Source: an optimization exercise on an open RTL-to-GDS flow (aim: small area and a short achievable clock period). Production flows keep margins and buffers that such runs may drop. Function was checked by simulation only, so behaviour that the tests miss may differ from the original.

File: flow/run.sh
#!/bin/bash
# synth_recipe.tcl (not shown) runs the flow's synth.tcl, then flattens the netlist and writes it again
# the make line also repeats each setting of config.mk as NAME=value (left out here)
make -C /OpenROAD-flow-scripts/flow DESIGN_CONFIG=/design/flow/config.mk WORK_HOME=/design/flow/orfs CLKGATE_MAP_FILE= SYNTH_SCRIPT=/design/flow/synth_recipe.tcl finish
File: flow/config.mk
export PLATFORM = sky130hd
export DESIGN_NAME = lmk_crc
export DESIGN_NICKNAME = lmk_crc
export VERILOG_FILES = /design/flow/design.v
export SDC_FILE = /design/flow/constraint.sdc
export NUM_CORES = 4
export LEC_CHECK = 0
export CAP_MARGIN = 20
export CORE_MARGIN = 10
export CORE_UTILIZATION = 40
export SLEW_MARGIN = 20
File: flow/constraint.sdc
create_clock -name core_clock -period 30.0 [get_ports {clk}]
set_input_delay 6.0000 -clock core_clock [delete_from_list [all_inputs] [get_ports {clk}]]
set_output_delay 6.0000 -clock core_clock [all_outputs]
set_load 0.01 [all_outputs]
File: flow/design.v
module lmk_crc (
    input  wire        clk,
    input  wire        rst,         
    input  wire        wr_valid,
    input  wire [2:0]  wr_sel,      
    input  wire [2:0]  wr_size,     
    input  wire [63:0] wr_data,
    output wire [31:0] ctl_rd,
    output wire [31:0] run_lo,
    output wire [31:0] run_hi
);
    reg  [1:0]  alg;
    reg  [3:0]  data_bytes;
    reg  [3:0]  fold_bytes;
    reg  [63:0] y;             
    reg         p8, p16;       
    reg  [31:0] hi_held;
    reg         hi_pending;
    wire a0 = (alg == 2'd0);
    wire a1 = (alg == 2'd1);
    function [31:0] rev32(input [31:0] v);
        integer k;
        for (k = 0; k < 32; k = k + 1) rev32[k] = v[31-k];
    endfunction
    function [63:0] st8(input [63:0] y, input a0);
        reg [7:0] u, v;
        reg [38:0] t;
        begin
            u = y[7:0] & {8{a0}};
            v = y[7:0] & {8{~a0}};
            t[0] = v[2] ^ v[3];
            t[1] = v[0] ^ v[7];
            t[2] = v[1] ^ v[6];
            t[3] = v[4] ^ v[5];
            t[4] = y[6] ^ u[1];
            t[5] = y[0] ^ y[2];
            t[6] = y[3] ^ u[6];
            t[7] = v[0] ^ t[0];
            t[8] = v[3] ^ t[1];
            t[9] = u[1] ^ t[6];
            t[10] = u[5] ^ v[0];
            t[11] = y[7] ^ v[6];
            t[12] = v[3] ^ v[4];
            t[13] = v[7] ^ t[0];
            t[14] = y[4] ^ u[3];
            t[15] = y[1] ^ y[3];
            t[16] = y[5] ^ u[4];
            t[17] = u[6] ^ u[7];
            t[18] = v[2] ^ v[7];
            t[19] = y[2] ^ u[0];
            t[20] = v[2] ^ t[1];
            t[21] = v[0] ^ v[6];
            t[22] = v[5] ^ t[2];
            t[23] = y[1] ^ v[6];
            t[24] = u[2] ^ u[4];
            t[25] = y[2] ^ y[5];
            t[26] = u[4] ^ u[7];
            t[27] = y[4] ^ y[7];
            t[28] = u[3] ^ t[4];
            t[29] = y[4] ^ u[5];
            t[30] = t[5] ^ t[11];
            t[31] = v[0] ^ v[2];
            t[32] = u[7] ^ t[9];
            t[33] = y[0] ^ v[4];
            t[34] = v[1] ^ v[5];
            t[35] = v[3] ^ v[7];
            t[36] = v[1] ^ t[3];
            t[37] = v[4] ^ t[2];
            t[38] = t[2] ^ t[3];
            st8[0] = t[5] ^ t[14] ^ t[23] ^ y[8];
            st8[1] = v[7] ^ t[5] ^ t[15] ^ t[16] ^ y[9];
            st8[2] = t[9] ^ t[10] ^ t[24] ^ y[10];
            st8[3] = u[2] ^ v[1] ^ t[10] ^ t[14] ^ t[17] ^ y[11];
            st8[4] = y[1] ^ t[17] ^ t[25] ^ y[12];
            st8[5] = t[4] ^ t[7] ^ t[26] ^ y[13];
            st8[6] = t[10] ^ t[15] ^ t[27] ^ y[14];
            st8[7] = y[5] ^ t[28] ^ y[15];
            st8[8] = y[0] ^ y[6] ^ y[7] ^ t[24] ^ y[16];
            st8[9] = t[29] ^ t[30] ^ y[17];
            st8[10] = y[4] ^ y[6] ^ t[8] ^ t[25] ^ y[18];
            st8[11] = y[5] ^ y[7] ^ t[6] ^ t[31] ^ y[19];
            st8[12] = y[2] ^ v[0] ^ t[32] ^ y[20];
            st8[13] = y[1] ^ u[7] ^ t[12] ^ y[21];
            st8[14] = u[1] ^ v[5] ^ t[14] ^ t[31] ^ y[22];
            st8[15] = u[0] ^ u[2] ^ v[3] ^ t[2] ^ t[16] ^ y[23];
            st8[16] = u[5] ^ t[18] ^ t[28] ^ t[33] ^ y[24];
            st8[17] = v[3] ^ v[5] ^ t[4] ^ t[5] ^ t[27] ^ y[25];
            st8[18] = y[7] ^ t[7] ^ t[16] ^ y[26];
            st8[19] = u[4] ^ u[5] ^ t[9] ^ t[19] ^ y[27];
            st8[20] = u[2] ^ t[29] ^ t[32] ^ y[28];
            st8[21] = y[5] ^ u[1] ^ t[17] ^ t[33] ^ y[29];
            st8[22] = y[6] ^ u[0] ^ u[3] ^ t[26] ^ t[34] ^ y[30];
            st8[23] = y[2] ^ u[3] ^ t[10] ^ t[11] ^ y[31];
            st8[24] = y[2] ^ v[4] ^ t[4] ^ t[8] ^ y[32];
            st8[25] = y[3] ^ v[5] ^ t[30] ^ y[33];
            st8[26] = y[2] ^ t[35] ^ y[34];
            st8[27] = y[3] ^ v[2] ^ t[2] ^ y[35];
            st8[28] = y[4] ^ u[0] ^ t[13] ^ y[36];
            st8[29] = y[5] ^ u[0] ^ t[0] ^ t[23] ^ y[37];
            st8[30] = v[7] ^ t[4] ^ t[12] ^ t[19] ^ y[38];
            st8[31] = v[5] ^ t[11] ^ t[15] ^ t[19] ^ y[39];
            st8[32] = v[1] ^ t[35] ^ y[40];
            st8[33] = v[0] ^ t[2] ^ y[41];
            st8[34] = v[1] ^ t[20] ^ y[42];
            st8[35] = t[12] ^ t[21] ^ y[43];
            st8[36] = t[1] ^ t[36] ^ y[44];
            st8[37] = v[0] ^ t[3] ^ y[45];
            st8[38] = t[22] ^ y[46];
            st8[39] = v[6] ^ t[20] ^ y[47];
            st8[40] = v[4] ^ v[6] ^ t[13] ^ y[48];
            st8[41] = t[13] ^ t[22] ^ y[49];
            st8[42] = v[1] ^ t[8] ^ y[50];
            st8[43] = t[21] ^ y[51];
            st8[44] = v[1] ^ v[7] ^ y[52];
            st8[45] = t[37] ^ y[53];
            st8[46] = v[5] ^ t[20] ^ y[54];
            st8[47] = v[4] ^ t[0] ^ y[55];
            st8[48] = v[3] ^ t[3] ^ y[56];
            st8[49] = t[3] ^ t[21] ^ y[57];
            st8[50] = t[1] ^ t[22] ^ y[58];
            st8[51] = v[4] ^ t[1] ^ y[59];
            st8[52] = v[2] ^ v[6] ^ t[3] ^ y[60];
            st8[53] = v[5] ^ v[6] ^ t[8] ^ y[61];
            st8[54] = t[18] ^ y[62];
            st8[55] = t[0] ^ t[37] ^ y[63];
            st8[56] = t[0] ^ t[1] ^ t[3];
            st8[57] = v[5] ^ t[7];
            st8[58] = t[2] ^ t[12];
            st8[59] = t[3] ^ t[18];
            st8[60] = t[7] ^ t[36];
            st8[61] = t[7] ^ t[38];
            st8[62] = t[13] ^ t[38];
            st8[63] = t[8] ^ t[34];
        end
    endfunction
    function [63:0] st16(input [63:0] y, input a0);
        reg [15:0] u, v;
        reg [92:0] t;
        begin
            u = y[15:0] & {16{a0}};
            v = y[15:0] & {16{~a0}};
            t[0] = v[3] ^ v[8];
            t[1] = v[1] ^ v[10];
            t[2] = v[0] ^ v[7];
            t[3] = v[11] ^ v[15];
            t[4] = v[2] ^ v[14];
            t[5] = v[4] ^ v[5];
            t[6] = v[12] ^ v[13];
            t[7] = v[2] ^ v[6];
            t[8] = v[0] ^ v[9];
            t[9] = y[14] ^ u[9];
            t[10] = y[4] ^ u[7];
            t[11] = y[7] ^ y[9];
            t[12] = y[8] ^ y[10];
            t[13] = y[11] ^ u[14];
            t[14] = v[6] ^ t[5];
            t[15] = v[8] ^ t[7];
            t[16] = v[10] ^ v[11];
            t[17] = y[15] ^ u[2];
            t[18] = y[3] ^ y[5];
            t[19] = v[11] ^ v[12];
            t[20] = v[9] ^ t[2];
            t[21] = y[0] ^ u[4];
            t[22] = y[1] ^ u[5];
            t[23] = y[13] ^ u[0];
            t[24] = v[4] ^ v[15];
            t[25] = u[1] ^ u[12];
            t[26] = u[9] ^ t[13];
            t[27] = y[12] ^ u[13];
            t[28] = y[2] ^ y[10];
            t[29] = y[6] ^ t[10];
            t[30] = y[7] ^ u[8];
            t[31] = v[4] ^ v[6];
            t[32] = v[14] ^ t[0];
            t[33] = v[14] ^ t[1];
            t[34] = v[13] ^ t[4];
            t[35] = v[9] ^ t[3];
            t[36] = v[3] ^ t[12];
            t[37] = u[6] ^ u[10];
            t[38] = u[14] ^ u[15];
            t[39] = v[5] ^ v[6];
            t[40] = y[3] ^ t[9];
            t[41] = u[0] ^ t[17];
            t[42] = y[4] ^ u[1];
            t[43] = y[6] ^ y[15];
            t[44] = y[6] ^ t[3];
            t[45] = v[3] ^ v[12];
            t[46] = y[5] ^ u[6];
            t[47] = v[2] ^ v[5];
            t[48] = v[15] ^ t[2];
            t[49] = t[1] ^ t[6];
            t[50] = y[12] ^ u[11];
            t[51] = t[4] ^ t[21];
            t[52] = y[9] ^ t[22];
            t[53] = y[11] ^ t[36];
            t[54] = y[0] ^ t[26];
            t[55] = v[7] ^ t[5];
            t[56] = y[1] ^ u[2];
            t[57] = u[3] ^ v[8];
            t[58] = u[7] ^ u[11];
            t[59] = t[8] ^ t[14];
            t[60] = u[3] ^ v[1];
            t[61] = t[11] ^ t[60];
            t[62] = t[23] ^ t[38];
            t[63] = y[7] ^ t[40];
            t[64] = u[15] ^ t[15];
            t[65] = t[16] ^ t[25];
            t[66] = v[4] ^ t[27];
            t[67] = u[12] ^ t[18];
            t[68] = v[6] ^ t[17];
            t[69] = u[7] ^ t[12];
            t[70] = y[10] ^ v[8];
            t[71] = y[12] ^ t[44];
            t[72] = v[5] ^ v[10];
            t[73] = t[0] ^ t[7];
            t[74] = u[4] ^ u[15];
            t[75] = y[2] ^ t[29];
            t[76] = v[13] ^ t[1];
            t[77] = v[9] ^ v[11];
            t[78] = v[13] ^ t[41];
            t[79] = t[9] ^ t[46];
            t[80] = v[8] ^ t[47];
            t[81] = u[5] ^ u[13];
            t[82] = v[1] ^ t[32];
            t[83] = v[12] ^ t[3];
            t[84] = v[2] ^ t[1];
            t[85] = t[0] ^ t[4];
            t[86] = v[9] ^ t[24];
            t[87] = v[8] ^ t[6];
            t[88] = t[5] ^ t[48];
            t[89] = t[2] ^ t[3];
            t[90] = t[14] ^ t[45];
            t[91] = v[13] ^ t[35];
            t[92] = v[1] ^ t[20];
            st16[0] = t[11] ^ t[36] ^ t[50] ^ t[51] ^ y[16];
            st16[1] = u[12] ^ t[23] ^ t[24] ^ t[52] ^ t[53] ^ y[17];
            st16[2] = u[2] ^ u[13] ^ t[0] ^ t[25] ^ t[37] ^ t[54] ^ t[55] ^ y[18];
            st16[3] = u[10] ^ t[27] ^ t[38] ^ t[56] ^ t[57] ^ t[58] ^ t[59] ^ y[19];
            st16[4] = t[28] ^ t[39] ^ t[61] ^ t[62] ^ y[20];
            st16[5] = u[0] ^ t[63] ^ t[64] ^ t[65] ^ y[21];
            st16[6] = y[11] ^ u[1] ^ t[0] ^ t[11] ^ t[41] ^ t[66] ^ y[22];
            st16[7] = y[2] ^ y[13] ^ u[11] ^ v[5] ^ t[42] ^ t[63] ^ y[23];
            st16[8] = y[4] ^ y[8] ^ y[14] ^ u[10] ^ v[0] ^ t[67] ^ t[68] ^ y[24];
            st16[9] = v[1] ^ t[4] ^ t[18] ^ t[43] ^ t[66] ^ t[69] ^ y[25];
            st16[10] = y[13] ^ y[14] ^ t[5] ^ t[70] ^ t[71] ^ y[26];
            st16[11] = y[15] ^ u[7] ^ t[13] ^ t[23] ^ t[72] ^ t[73] ^ y[27];
            st16[12] = y[10] ^ u[1] ^ t[10] ^ t[54] ^ t[64] ^ y[28];
            st16[13] = y[5] ^ v[0] ^ v[3] ^ t[11] ^ t[19] ^ t[56] ^ t[74] ^ y[29];
            st16[14] = u[5] ^ u[9] ^ v[0] ^ t[50] ^ t[57] ^ t[75] ^ t[76] ^ y[30];
            st16[15] = y[13] ^ v[1] ^ t[30] ^ t[37] ^ t[51] ^ t[67] ^ t[77] ^ y[31];
            st16[16] = y[8] ^ u[11] ^ u[13] ^ v[2] ^ v[10] ^ v[15] ^ t[9] ^ t[22] ^ t[29] ^ t[45] ^ y[32];
            st16[17] = y[12] ^ v[4] ^ v[11] ^ t[69] ^ t[78] ^ t[79] ^ y[33];
            st16[18] = y[3] ^ y[13] ^ u[4] ^ v[7] ^ t[43] ^ t[65] ^ t[80] ^ y[34];
            st16[19] = u[8] ^ u[12] ^ t[26] ^ t[28] ^ t[31] ^ t[81] ^ y[35];
            st16[20] = y[3] ^ u[15] ^ v[5] ^ t[2] ^ t[26] ^ t[27] ^ t[37] ^ y[36];
            st16[21] = y[8] ^ u[9] ^ v[1] ^ v[12] ^ t[31] ^ t[62] ^ y[37];
            st16[22] = y[14] ^ u[11] ^ v[13] ^ t[8] ^ t[25] ^ t[30] ^ t[47] ^ t[74] ^ y[38];
            st16[23] = y[10] ^ t[21] ^ t[58] ^ t[68] ^ t[81] ^ t[82] ^ y[39];
            st16[24] = u[0] ^ u[6] ^ t[10] ^ t[22] ^ t[40] ^ t[70] ^ t[83] ^ y[40];
            st16[25] = y[7] ^ v[14] ^ t[42] ^ t[46] ^ t[53] ^ t[78] ^ y[41];
            st16[26] = t[2] ^ t[18] ^ t[28] ^ t[42] ^ t[44] ^ y[42];
            st16[27] = y[5] ^ y[11] ^ u[3] ^ t[8] ^ t[33] ^ t[75] ^ y[43];
            st16[28] = t[18] ^ t[21] ^ t[30] ^ t[71] ^ t[84] ^ y[44];
            st16[29] = y[13] ^ u[8] ^ v[14] ^ t[16] ^ t[29] ^ t[52] ^ y[45];
            st16[30] = v[0] ^ t[28] ^ t[30] ^ t[79] ^ t[83] ^ y[46];
            st16[31] = y[10] ^ y[11] ^ u[8] ^ t[34] ^ t[43] ^ t[61] ^ y[47];
            st16[32] = t[35] ^ y[48];
            st16[33] = t[20] ^ t[85] ^ y[49];
            st16[34] = t[0] ^ t[1] ^ t[86] ^ y[50];
            st16[35] = t[19] ^ t[32] ^ t[55] ^ y[51];
            st16[36] = v[15] ^ t[59] ^ t[87] ^ y[52];
            st16[37] = v[1] ^ v[5] ^ t[6] ^ t[73] ^ y[53];
            st16[38] = v[3] ^ v[7] ^ v[9] ^ t[31] ^ t[34] ^ y[54];
            st16[39] = v[10] ^ t[32] ^ t[88] ^ y[55];
            st16[40] = t[1] ^ t[4] ^ t[89] ^ t[90] ^ y[56];
            st16[41] = t[14] ^ t[33] ^ t[91] ^ y[57];
            st16[42] = t[0] ^ t[35] ^ t[39] ^ y[58];
            st16[43] = v[0] ^ t[31] ^ t[85] ^ y[59];
            st16[44] = v[3] ^ v[15] ^ t[5] ^ t[92] ^ y[60];
            st16[45] = v[14] ^ t[90] ^ t[92] ^ y[61];
            st16[46] = t[15] ^ t[76] ^ t[88] ^ y[62];
            st16[47] = t[1] ^ t[19] ^ t[39] ^ y[63];
            st16[48] = v[11] ^ t[2] ^ t[6] ^ t[7];
            st16[49] = v[7] ^ t[6] ^ t[82];
            st16[50] = v[8] ^ t[34] ^ t[86];
            st16[51] = v[12] ^ t[48] ^ t[80];
            st16[52] = v[6] ^ v[7] ^ t[4] ^ t[49];
            st16[53] = t[0] ^ t[34] ^ t[89];
            st16[54] = t[2] ^ t[24] ^ t[84];
            st16[55] = v[5] ^ t[19] ^ t[20] ^ t[33];
            st16[56] = t[3] ^ t[15] ^ t[49];
            st16[57] = v[8] ^ v[13] ^ t[16];
            st16[58] = v[14] ^ t[8] ^ t[19];
            st16[59] = v[15] ^ t[49];
            st16[60] = t[0] ^ t[6] ^ t[16] ^ t[20];
            st16[61] = v[4] ^ t[33] ^ t[77] ^ t[87];
            st16[62] = t[3] ^ t[4] ^ t[6] ^ t[8] ^ t[72];
            st16[63] = v[1] ^ v[7] ^ t[15] ^ t[91];
        end
    endfunction
    function [63:0] st32(input [63:0] y, input a0);
        reg [31:0] u, v;
        reg [207:0] t;
        begin
            u = y[31:0] & {32{a0}};
            v = y[31:0] & {32{~a0}};
            t[0] = v[14] ^ v[24];
            t[1] = v[0] ^ v[13];
            t[2] = v[2] ^ v[30];
            t[3] = v[3] ^ v[31];
            t[4] = v[7] ^ v[27];
            t[5] = v[10] ^ v[28];
            t[6] = v[1] ^ v[11];
            t[7] = v[9] ^ v[12];
            t[8] = v[17] ^ v[26];
            t[9] = v[16] ^ v[23];
            t[10] = v[8] ^ v[15];
            t[11] = v[18] ^ v[22];
            t[12] = v[19] ^ v[20];
            t[13] = v[21] ^ v[25];
            t[14] = v[4] ^ t[2];
            t[15] = v[29] ^ t[3];
            t[16] = u[6] ^ u[16];
            t[17] = v[6] ^ t[6];
            t[18] = y[6] ^ y[15];
            t[19] = t[4] ^ t[5];
            t[20] = v[5] ^ t[9];
            t[21] = y[23] ^ u[2];
            t[22] = y[26] ^ u[9];
            t[23] = v[8] ^ v[19];
            t[24] = u[4] ^ u[31];
            t[25] = y[30] ^ u[25];
            t[26] = v[12] ^ t[0];
            t[27] = v[21] ^ t[10];
            t[28] = y[21] ^ v[14];
            t[29] = y[22] ^ u[0];
            t[30] = y[20] ^ u[23];
            t[31] = u[1] ^ u[10];
            t[32] = v[20] ^ t[1];
            t[33] = y[7] ^ y[24];
            t[34] = y[28] ^ v[13];
            t[35] = u[20] ^ v[18];
            t[36] = y[12] ^ u[3];
            t[37] = y[9] ^ u[17];
            t[38] = y[27] ^ u[30];
            t[39] = v[22] ^ t[13];
            t[40] = y[3] ^ y[19];
            t[41] = y[31] ^ u[18];
            t[42] = v[25] ^ t[7];
            t[43] = y[14] ^ u[5];
            t[44] = v[15] ^ v[16];
            t[45] = v[3] ^ v[29];
            t[46] = y[11] ^ y[25];
            t[47] = y[17] ^ u[21];
            t[48] = y[29] ^ v[9];
            t[49] = v[14] ^ t[12];
            t[50] = y[4] ^ u[13];
            t[51] = u[8] ^ v[10];
            t[52] = u[25] ^ t[38];
            t[53] = v[23] ^ v[24];
            t[54] = y[26] ^ v[17];
            t[55] = y[15] ^ v[24];
            t[56] = t[1] ^ t[12];
            t[57] = t[18] ^ t[28];
            t[58] = u[24] ^ v[27];
            t[59] = v[13] ^ t[3];
            t[60] = v[1] ^ v[2];
            t[61] = t[7] ^ t[15];
            t[62] = t[8] ^ t[11];
            t[63] = y[16] ^ t[35];
            t[64] = u[1] ^ t[46];
            t[65] = u[15] ^ t[33];
            t[66] = y[5] ^ y[8];
            t[67] = y[27] ^ t[16];
            t[68] = u[2] ^ t[47];
            t[69] = y[11] ^ u[29];
            t[70] = u[6] ^ v[15];
            t[71] = u[22] ^ u[26];
            t[72] = u[28] ^ t[37];
            t[73] = y[0] ^ y[10];
            t[74] = y[12] ^ u[23];
            t[75] = y[28] ^ u[29];
            t[76] = u[7] ^ u[19];
            t[77] = u[30] ^ t[24];
            t[78] = y[2] ^ y[23];
            t[79] = y[13] ^ u[8];
            t[80] = y[29] ^ v[21];
            t[81] = u[0] ^ t[16];
            t[82] = u[17] ^ v[13];
            t[83] = v[27] ^ t[26];
            t[84] = y[1] ^ y[20];
            t[85] = y[5] ^ t[21];
            t[86] = y[2] ^ v[8];
            t[87] = v[9] ^ v[22];
            t[88] = v[16] ^ t[36];
            t[89] = u[11] ^ t[29];
            t[90] = v[18] ^ t[14];
            t[91] = v[26] ^ t[0];
            t[92] = v[8] ^ t[6];
            t[93] = u[4] ^ t[58];
            t[94] = v[17] ^ t[2];
            t[95] = t[5] ^ t[43];
            t[96] = u[22] ^ t[22];
            t[97] = v[29] ^ t[31];
            t[98] = t[25] ^ t[96];
            t[99] = v[5] ^ v[12];
            t[100] = t[10] ^ t[17];
            t[101] = v[7] ^ t[9];
            t[102] = v[11] ^ v[25];
            t[103] = t[1] ^ t[23];
            t[104] = v[0] ^ t[27];
            t[105] = v[23] ^ t[14];
            t[106] = v[1] ^ t[20];
            t[107] = v[11] ^ t[19];
            t[108] = v[10] ^ t[4];
            t[109] = v[9] ^ t[45];
            t[110] = y[4] ^ u[27];
            t[111] = u[5] ^ u[14];
            t[112] = v[30] ^ t[64];
            t[113] = t[21] ^ t[23];
            t[114] = t[34] ^ t[63];
            t[115] = y[25] ^ u[10];
            t[116] = y[26] ^ t[65];
            t[117] = v[31] ^ t[36];
            t[118] = t[48] ^ t[68];
            t[119] = t[67] ^ t[116];
            t[120] = y[7] ^ v[21];
            t[121] = y[16] ^ t[51];
            t[122] = u[3] ^ v[0];
            t[123] = t[50] ^ t[53];
            t[124] = t[52] ^ t[69];
            t[125] = t[70] ^ t[122];
            t[126] = t[71] ^ t[124];
            t[127] = t[72] ^ t[123];
            t[128] = y[17] ^ u[18];
            t[129] = u[9] ^ u[27];
            t[130] = u[14] ^ t[66];
            t[131] = v[20] ^ t[74];
            t[132] = v[24] ^ t[6];
            t[133] = t[39] ^ t[132];
            t[134] = t[73] ^ t[128];
            t[135] = t[76] ^ t[77];
            t[136] = y[0] ^ y[18];
            t[137] = y[7] ^ t[40];
            t[138] = v[26] ^ t[25];
            t[139] = t[11] ^ t[24];
            t[140] = y[3] ^ y[8];
            t[141] = y[14] ^ t[140];
            t[142] = y[11] ^ v[7];
            t[143] = t[82] ^ t[84];
            t[144] = y[4] ^ t[57];
            t[145] = y[13] ^ y[30];
            t[146] = y[19] ^ u[28];
            t[147] = t[33] ^ t[86];
            t[148] = t[41] ^ t[87];
            t[149] = y[1] ^ y[24];
            t[150] = y[31] ^ u[23];
            t[151] = v[5] ^ t[54];
            t[152] = y[22] ^ u[6];
            t[153] = y[26] ^ u[12];
            t[154] = v[20] ^ v[27];
            t[155] = t[3] ^ t[55];
            t[156] = y[13] ^ t[30];
            t[157] = v[28] ^ t[4];
            t[158] = y[18] ^ u[21];
            t[159] = v[29] ^ t[92];
            t[160] = y[21] ^ u[7];
            t[161] = t[79] ^ t[93];
            t[162] = y[15] ^ t[95];
            t[163] = u[8] ^ t[29];
            t[164] = t[41] ^ t[97];
            t[165] = y[22] ^ v[26];
            t[166] = y[31] ^ t[18];
            t[167] = v[11] ^ t[43];
            t[168] = y[10] ^ u[29];
            t[169] = v[22] ^ t[32];
            t[170] = u[10] ^ u[31];
            t[171] = v[6] ^ t[60];
            t[172] = v[21] ^ t[7];
            t[173] = t[101] ^ t[171];
            t[174] = y[23] ^ u[24];
            t[175] = u[0] ^ t[44];
            t[176] = v[19] ^ t[0];
            t[177] = y[21] ^ u[3];
            t[178] = v[4] ^ t[4];
            t[179] = y[27] ^ u[19];
            t[180] = v[7] ^ t[8];
            t[181] = v[13] ^ v[25];
            t[182] = t[31] ^ t[89];
            t[183] = v[6] ^ t[8];
            t[184] = v[4] ^ v[5];
            t[185] = v[9] ^ t[184];
            t[186] = v[10] ^ v[18];
            t[187] = v[30] ^ t[186];
            t[188] = t[20] ^ t[103];
            t[189] = v[15] ^ t[8];
            t[190] = v[31] ^ t[17];
            t[191] = t[0] ^ t[42];
            t[192] = t[5] ^ t[104];
            t[193] = v[2] ^ v[7];
            t[194] = t[32] ^ t[61];
            t[195] = v[17] ^ t[11];
            t[196] = v[12] ^ t[11];
            t[197] = t[56] ^ t[196];
            t[198] = t[59] ^ t[106];
            t[199] = t[27] ^ t[62];
            t[200] = v[11] ^ t[94];
            t[201] = v[28] ^ t[10];
            t[202] = v[6] ^ v[15];
            t[203] = v[0] ^ t[15];
            t[204] = v[14] ^ t[13];
            t[205] = t[1] ^ t[8];
            t[206] = t[100] ^ t[109];
            t[207] = t[19] ^ t[42];
            st32[0] = y[6] ^ t[22] ^ t[65] ^ t[110] ^ t[111] ^ t[112] ^ t[113] ^ t[114] ^ y[32];
            st32[1] = u[28] ^ t[49] ^ t[66] ^ t[115] ^ t[117] ^ t[118] ^ t[119] ^ y[33];
            st32[2] = u[18] ^ t[12] ^ t[120] ^ t[121] ^ t[125] ^ t[126] ^ t[127] ^ y[34];
            st32[3] = u[26] ^ v[16] ^ t[75] ^ t[129] ^ t[130] ^ t[131] ^ t[133] ^ t[134] ^ t[135] ^ y[35];
            st32[4] = u[14] ^ u[16] ^ v[22] ^ t[7] ^ t[17] ^ t[54] ^ t[78] ^ t[79] ^ t[80] ^ t[115] ^ t[135] ^ t[136] ^ y[36];
            st32[5] = u[28] ^ v[1] ^ t[51] ^ t[78] ^ t[81] ^ t[82] ^ t[83] ^ t[137] ^ t[138] ^ t[139] ^ y[37];
            st32[6] = u[17] ^ v[4] ^ t[41] ^ t[46] ^ t[55] ^ t[56] ^ t[67] ^ t[75] ^ t[78] ^ t[141] ^ y[38];
            st32[7] = y[6] ^ y[12] ^ y[14] ^ u[27] ^ t[25] ^ t[27] ^ t[40] ^ t[48] ^ t[85] ^ t[136] ^ t[142] ^ t[143] ^ y[39];
            st32[8] = u[26] ^ v[0] ^ v[10] ^ t[84] ^ t[88] ^ t[144] ^ t[145] ^ t[146] ^ t[147] ^ t[148] ^ y[40];
            st32[9] = y[9] ^ u[13] ^ v[20] ^ t[40] ^ t[51] ^ t[57] ^ t[75] ^ t[89] ^ t[90] ^ t[149] ^ t[150] ^ t[151] ^ y[41];
            st32[10] = y[5] ^ y[10] ^ y[30] ^ u[11] ^ v[2] ^ v[8] ^ t[34] ^ t[80] ^ t[152] ^ t[153] ^ t[154] ^ t[155] ^ y[42];
            st32[11] = y[13] ^ u[11] ^ u[12] ^ v[3] ^ t[11] ^ t[23] ^ t[38] ^ t[48] ^ t[81] ^ t[91] ^ t[120] ^ t[150] ^ y[43];
            st32[12] = u[2] ^ u[5] ^ t[0] ^ t[18] ^ t[37] ^ t[52] ^ t[121] ^ t[139] ^ t[142] ^ t[153] ^ t[156] ^ y[44];
            st32[13] = y[15] ^ u[13] ^ u[20] ^ t[24] ^ t[28] ^ t[64] ^ t[88] ^ t[113] ^ t[134] ^ t[157] ^ y[45];
            st32[14] = y[9] ^ y[28] ^ u[25] ^ u[27] ^ t[8] ^ t[55] ^ t[76] ^ t[88] ^ t[152] ^ t[156] ^ t[158] ^ t[159] ^ y[46];
            st32[15] = y[14] ^ y[23] ^ y[29] ^ t[42] ^ t[63] ^ t[71] ^ t[73] ^ t[94] ^ t[146] ^ t[160] ^ t[161] ^ y[47];
            st32[16] = v[18] ^ v[19] ^ t[30] ^ t[47] ^ t[59] ^ t[69] ^ t[129] ^ t[138] ^ t[149] ^ t[162] ^ t[163] ^ y[48];
            st32[17] = y[24] ^ u[16] ^ t[4] ^ t[34] ^ t[57] ^ t[86] ^ t[98] ^ t[131] ^ t[164] ^ y[49];
            st32[18] = y[0] ^ v[27] ^ t[31] ^ t[35] ^ t[40] ^ t[80] ^ t[127] ^ t[165] ^ t[166] ^ t[167] ^ y[50];
            st32[19] = u[24] ^ u[28] ^ t[22] ^ t[52] ^ t[99] ^ t[100] ^ t[158] ^ t[168] ^ t[169] ^ y[51];
            st32[20] = y[19] ^ v[14] ^ t[34] ^ t[126] ^ t[170] ^ t[172] ^ t[173] ^ y[52];
            st32[21] = y[12] ^ y[29] ^ u[1] ^ u[9] ^ u[25] ^ v[3] ^ v[17] ^ t[16] ^ t[77] ^ t[147] ^ t[162] ^ t[169] ^ y[53];
            st32[22] = y[1] ^ y[11] ^ v[29] ^ t[13] ^ t[35] ^ t[72] ^ t[110] ^ t[141] ^ t[145] ^ t[170] ^ t[174] ^ t[175] ^ y[54];
            st32[23] = y[16] ^ u[7] ^ u[20] ^ u[21] ^ u[27] ^ t[14] ^ t[70] ^ t[74] ^ t[148] ^ t[151] ^ t[168] ^ t[176] ^ y[55];
            st32[24] = y[19] ^ u[1] ^ t[19] ^ t[30] ^ t[50] ^ t[68] ^ t[81] ^ t[98] ^ t[130] ^ t[155] ^ y[56];
            st32[25] = y[20] ^ u[14] ^ u[22] ^ v[19] ^ v[30] ^ t[1] ^ t[37] ^ t[85] ^ t[119] ^ t[164] ^ t[177] ^ y[57];
            st32[26] = y[10] ^ y[18] ^ y[19] ^ v[31] ^ t[9] ^ t[22] ^ t[143] ^ t[163] ^ t[167] ^ t[177] ^ t[178] ^ y[58];
            st32[27] = y[2] ^ y[18] ^ u[9] ^ v[16] ^ v[30] ^ t[30] ^ t[99] ^ t[144] ^ t[179] ^ t[180] ^ t[181] ^ t[182] ^ y[59];
            st32[28] = u[12] ^ v[31] ^ t[10] ^ t[28] ^ t[58] ^ t[85] ^ t[114] ^ t[137] ^ t[182] ^ t[183] ^ y[60];
            st32[29] = u[12] ^ v[14] ^ t[30] ^ t[112] ^ t[118] ^ t[125] ^ t[161] ^ t[165] ^ y[61];
            st32[30] = y[18] ^ u[13] ^ v[1] ^ t[21] ^ t[93] ^ t[95] ^ t[98] ^ t[117] ^ t[160] ^ t[175] ^ y[62];
            st32[31] = y[8] ^ y[25] ^ u[3] ^ v[7] ^ v[18] ^ t[2] ^ t[29] ^ t[50] ^ t[54] ^ t[97] ^ t[111] ^ t[166] ^ t[174] ^ t[179] ^ y[63];
            st32[32] = v[6] ^ v[27] ^ t[59] ^ t[102] ^ t[185];
            st32[33] = t[26] ^ t[102] ^ t[187] ^ t[188];
            st32[34] = t[56] ^ t[189] ^ t[190] ^ t[191];
            st32[35] = t[12] ^ t[17] ^ t[83] ^ t[105] ^ t[192];
            st32[36] = v[5] ^ v[28] ^ t[44] ^ t[133] ^ t[193] ^ t[194];
            st32[37] = v[19] ^ v[21] ^ t[5] ^ t[6] ^ t[26] ^ t[45] ^ t[193] ^ t[195];
            st32[38] = t[10] ^ t[45] ^ t[102] ^ t[105] ^ t[197];
            st32[39] = v[4] ^ v[30] ^ t[12] ^ t[91] ^ t[172] ^ t[198];
            st32[40] = v[31] ^ t[2] ^ t[20] ^ t[49] ^ t[107] ^ t[199];
            st32[41] = v[30] ^ t[39] ^ t[178] ^ t[189] ^ t[194];
            st32[42] = v[5] ^ t[39] ^ t[108] ^ t[176] ^ t[190];
            st32[43] = v[24] ^ t[14] ^ t[44] ^ t[197];
            st32[44] = v[17] ^ t[13] ^ t[49] ^ t[198];
            st32[45] = v[13] ^ t[39] ^ t[49] ^ t[101] ^ t[200] ^ t[201];
            st32[46] = v[20] ^ t[0] ^ t[9] ^ t[61] ^ t[199];
            st32[47] = t[87] ^ t[104] ^ t[107] ^ t[183];
            st32[48] = t[7] ^ t[9] ^ t[11] ^ t[19] ^ t[159];
            st32[49] = v[29] ^ t[5] ^ t[7] ^ t[53] ^ t[103] ^ t[200];
            st32[50] = t[6] ^ t[15] ^ t[32] ^ t[187] ^ t[191];
            st32[51] = v[18] ^ v[31] ^ t[26] ^ t[173] ^ t[192];
            st32[52] = v[1] ^ v[28] ^ t[62] ^ t[105] ^ t[109] ^ t[202];
            st32[53] = v[19] ^ v[24] ^ t[20] ^ t[90] ^ t[108] ^ t[203];
            st32[54] = v[18] ^ t[3] ^ t[32] ^ t[106] ^ t[180];
            st32[55] = t[2] ^ t[6] ^ t[9] ^ t[157] ^ t[204] ^ t[205];
            st32[56] = t[60] ^ t[62] ^ t[83] ^ t[201] ^ t[203];
            st32[57] = v[2] ^ v[24] ^ v[26] ^ t[4] ^ t[206];
            st32[58] = v[0] ^ v[3] ^ v[8] ^ v[16] ^ t[14] ^ t[207];
            st32[59] = t[5] ^ t[15] ^ t[92] ^ t[185] ^ t[205];
            st32[60] = v[29] ^ t[60] ^ t[91] ^ t[188] ^ t[207];
            st32[61] = t[0] ^ t[2] ^ t[5] ^ t[8] ^ t[154] ^ t[181] ^ t[206];
            st32[62] = v[26] ^ t[44] ^ t[61] ^ t[90] ^ t[107] ^ t[204];
            st32[63] = v[25] ^ t[15] ^ t[53] ^ t[99] ^ t[108] ^ t[195] ^ t[202];
        end
    endfunction
    wire [63:0] y8 = p8  ? st8(y, a0)   : y;
    wire [63:0] s  = p16 ? st16(y8, a0) : y8;
    assign ctl_rd = {20'd0, fold_bytes, data_bytes, 2'b00, alg};
    assign run_lo = a1 ? rev32(s[63:32]) : s[31:0];
    assign run_hi = a1 ? rev32(s[31:0]) : (a0 ? 32'd0 : s[63:32]);
    function [2:0] cnt_m1(input [3:0] f);    
        cnt_m1 = (f == 4'd0 || f > 4'd8) ? 3'd7 : f[2:0] - 3'd1;
    endfunction
    wire       size8 = (wr_size == 3'd7);
    wire [2:0] m_db  = cnt_m1(data_bytes);
    wire [2:0] m_fb  = cnt_m1(fold_bytes);
    wire [2:0] m_db4 = (!size8 && m_db > 3'd3) ? 3'd3 : m_db;
    reg  [2:0] m;       
    reg        proc;
    always @(*) begin
        m = 3'd0; proc = 1'b0;
        case (wr_sel)
            3'd3: begin m = m_fb;    proc = size8; end
            3'd4: begin m = m_db4;   proc = 1'b1;  end
            3'd5: begin m = wr_size; proc = 1'b1;  end
            default: ;
        endcase
    end
    reg [63:0] dx;
    integer b, t;
    always @(*) begin
        for (b = 0; b < 8; b = b + 1)
            for (t = 0; t < 8; t = t + 1)
                dx[8*b+t] = (b <= m) & (a1 ? wr_data[8*b+7-t] : wr_data[8*b+t]);
    end
    wire [63:0] x0  = {a0 ? 32'd0 : s[63:32], s[31:0]} ^ dx;
    wire [63:0] x1  = st8(x0, a0);
    wire [63:0] x2  = m[2] ? st32(x1, a0) : x1;
    wire [1:0] new_alg = (wr_data[1:0] == 2'd3) ? alg : wr_data[1:0];
    wire       flip    = a1 ^ (new_alg == 2'd1);
    always @(posedge clk) begin
        if (rst) begin
            alg        <= 2'd0;
            data_bytes <= 4'd4;
            fold_bytes <= 4'd8;
            y          <= 64'h0000_0000_FFFF_FFFF;
            p8         <= 1'b0;
            p16        <= 1'b0;
            hi_held    <= 32'd0;
            hi_pending <= 1'b0;
        end else if (wr_valid) begin
            case (wr_sel)
                3'd0: begin
                    alg        <= new_alg;
                    data_bytes <= wr_data[7:4];
                    fold_bytes <= wr_data[11:8];
                    p8         <= 1'b0;
                    p16        <= 1'b0;
                    if (wr_data[12])
                        y <= (new_alg == 2'd0) ? 64'h0000_0000_FFFF_FFFF :
                             (new_alg == 2'd1) ? 64'd0 : 64'hFFFF_FFFF_FFFF_FFFF;
                    else if (flip)
                        y <= {rev32(s[31:0]), rev32(s[63:32])};
                    else
                        y <= s;
                end
                3'd1: begin
                    if (a0)
                        y <= {32'd0, wr_data[31:0]};
                    else if (a1)
                        y <= size8 ? {rev32(wr_data[31:0]), rev32(wr_data[63:32])}
                                   : {rev32(wr_data[31:0]), hi_pending ? rev32(hi_held) : s[31:0]};
                    else
                        y <= size8 ? wr_data : {hi_pending ? hi_held : s[63:32], wr_data[31:0]};
                    p8         <= 1'b0;
                    p16        <= 1'b0;
                    hi_pending <= 1'b0;
                end
                3'd2: begin
                    if (!a0) begin
                        hi_held    <= wr_data[31:0];
                        hi_pending <= 1'b1;
                    end
                end
                3'd3, 3'd4, 3'd5: begin
                    if (proc) begin
                        y   <= x2;
                        p8  <= m[0];
                        p16 <= m[1];
                    end
                end
                default: ;
            endcase
        end
    end
endmodule
==> notes.md <==
-- path summary, 6_finish.rpt --
| kind | cells after the start | slack (ns) | endpoint |
|---|---|---|---|
| max reg2reg | 23 | 20.57 | y[45] |
| min reg2reg | 2 | 0.46 | hi_held[26] |
| min | 2 | 0.46 | hi_held[26] |
| max | 16 | 16.90 | run_hi[14] |
-- layer usage --
layer  track usage  part of all wire  vias to the layer above
met5             0           0.00095                        -
met4         0.320             0.099                       12
met3        0.0973              0.11                      670
met2         0.591              0.41                     2444
met1         0.496              0.37                    15841
li1              -                 -                    14011
-- critical path: stages, from the launching register on --
cell,delay [ns]
dfxtp_2,0.33
buf_4,0.42
or2_4,0.76
buf_4,0.49
nand2_1,0.15
xor3_1,0.20
a21o_1,0.19
buf_4,0.24
xnor2_2,0.67
xor2_1,0.20
nand2_1,0.14
xor2_1,0.19
xnor2_1,0.16
mux2i_1,0.86
inv_1,0.64
o21ai_0,0.34
clkdlybuf4s50_1,0.58
-- synth_stat cells, types with 10 or more instances --
library cell / n
xnor2_1: 830
nor2_1: 468
nand2_1: 444
a21oi_1: 400
o21ai_0: 229
xor2_1: 215
clkbuf_1: 170
xnor3_1: 168
mux2i_1: 116
dfxtp_1: 109
buf_2: 68
nor3_1: 61
buf_4: 49
a211oi_1: 46
buf_1: 43
and2_1: 40
nand3_1: 40
o211ai_1: 37
xnor2_2: 37
a221oi_1: 26
a21o_1: 24
a31oi_1: 24
xor3_1: 21
and3_1: 20
inv_1: 20
o21a_1: 18
a211o_1: 17
mux2_2: 17
or3_1: 16
o221ai_1: 15
o22ai_1: 15
xor2_2: 15
nand2b_1: 14
o21ai_1: 14
a2111oi_0: 13
nor2b_1: 13
a21boi_0: 12
o21bai_1: 11
nor4_1: 10
-- kinds of logic after synthesis --
group	after synthesis	share of synthesized area
compound gates	995	0.195
xor+xnor	1304	0.468
fa+ha+maj	2	0.000795
buf+inv	357	0.0525
flops	109	0.0693
mux	141	0.0487
other cells	1	0.000119
simple gates	1194	0.165
-- state kept, by name, summed over array words and instances, names as in the netlist --
name        flops
p8              1
hi_held        32
y              64
alg             2
fold_bytes      4
p16             1
data_bytes      4
hi_pending      1
-- through the flow --
stage	setup WS, ns	hold WS, ns	instance area [um^2]
after floorplan	18.78	0.431	31600
after global placement	17.04	0.440	34200
after detailed placement	17.13	0.443	34200
after CTS	17.16	0.456	34500
after global routing	16.74	0.474	34600
final	16.90	0.458	34600
-- cell type report --
cell class	count	area, um^2
antenna	8	20.0
fill	8079	43100
clock inverter	7	96.3
tap	1040	1300
inverter	21	78.8
clock buffer	9	225
multi-input combinational	3658	27900
timing repair buffer	320	2770
sequential	109	2190
==> results.tsv <==
stage	metric	value	unit
outcome	status	complete, no violations	
finish	layout.nets	4194	
yosys	synth_warnings	1	
timing	rsz0062_at_grt	false	
floorplanning	die_y	301	um
yosys	syn_inst	4103	
detailed_routing	detail-route-antenna-nets	0	
detailed_routing	avgViaCountPerCell	6.38	
detailed_routing	dr.pass1.iters	9	
clocking	cts_buffers	9	
floorplanning	pin_count	169	
clocking	cts_resized	0	
timing	period_needed	13.10	ns
setup_path	end_kind	output pin	
timing	worst_pin_slew	1.30	ns
global_routing	grt_overflow	0	
worst_hold_path	holdCritStartpoint	hi_held[26]	
clocking	h-tree-depth	3	
timing	worst_slew_margin_rel	0.136	
setup_path	r2r-start	alg[0]	
finish	final_util	0.445	
placed_design	post-place-cells	5147	
yosys	seq_area_frac_synth	0.0693	
job	max-cap-violations	0	
clocking	path_clk_slew	0.09	ns
floorplanning	fp.dieArea	90300	um^2
setup_path	cp.arrival	7.10	ns
finish	drive_gt1_frac	0.0912	
setup_path	critPathKind	flop to output pin	
yosys	syn_avg_cell_area	7.67	um^2
finish	layout_common_cells	827 x xnor2_1, 467 x nor2_1, 443 x nand2_1	
global_routing	grt_usage	0.402	
setup_path	crit_path_start	alg[0]	
finish	finalNonFillerCells	5172	
timing	setup_viol	0	
timing	finalMaxSlewViolations	0	
timing	skew	0.0260	ns
placed_design	hpwl	148	mm
setup_path	start_kind	flop	
timing	max_freq	76.3	MHz
floorplanning	fp.dieW	301	um
clocking	cts_tree	done	
floorplanning	rows	102	
worst_hold_path	hold_class	flop to flop	
yosys	syn_area	31500	um^2
detailed_routing	drc_errors	0	
detailed_routing	wl_per_cell	36.7	um
clocking	postCtsSetupBuffers	0	
clocking	insertion_delay	0.42	ns
finish	area_growth	9.87	%
yosys	synth_top_area_frac	0.231	
yosys	async_flop_share	0	
timing	final.setup.tns	0	ns
global_routing	grt_pass1_vias	29978	
global_routing	antenna_found_initial	11	
finish	final_common_cell	xnor2_1	
global_routing	grt_max_degree	127	
yosys	ys_types	100	
yosys	synth.largest_area_cell	xnor2_1	
yosys	synth-edff-count	0	
detailed_routing	wirelength	190	mm
floorplanning	core_area	77700	um^2
placed_design	port_buffers	146	
yosys	synthFlopType	dfxtp_1	
yosys	ys_ff_latch	109	
global_routing	grt_first_pass_wirelength	254	mm
placed_design	gp_congestion	1.09	
setup_path	cp_max_fo	61	
clocking	cts-root-buf	clkbuf_16	
clocking	cts.path.max_buffers	2	
floorplanning	start_util	0.405	
yosys	yosys-top-cells-area	xnor2_1 23%, xnor3_1 12%, dfxtp_1 6.9%	
timing	hold_viol	0	
detailed_routing	drtIter0Drc	5457	
timing	finalCritPeriodShare	0.437	
clocking	hold_buffers	0	
detailed_routing	via_count	32978	
setup_path	crit_required	24.00	ns
clocking	cts.sinks	109	

[what the ideal ports hide]
How much do the figures lean on ideal ports? The routed layout below was timed once more, with nothing changed but the port constraints. Step 1 sets driving cells, clkbuf_16 on the clock port and buf_2 on the other inputs (assumed; they add their load-dependent delay and slew). Step 2 moves the port delays by t, midway between the first and last clock arrival at a register: inputs arrive t later, outputs are due t later. That takes back most of the time a late clock gives input paths. Three values: no drivers, after step 1, after step 2; two values: the first two.
t (ns): 0.470
setup slack, ns: 16.902 / 16.840 / 16.756
worst setup path at the end: input to register
worst slew at a driven data input, ns: 0.06
After both steps setup and hold are still met in this run. The setup slack of this run moves by -0.062 ns with the drivers and by -0.146 ns with both steps.
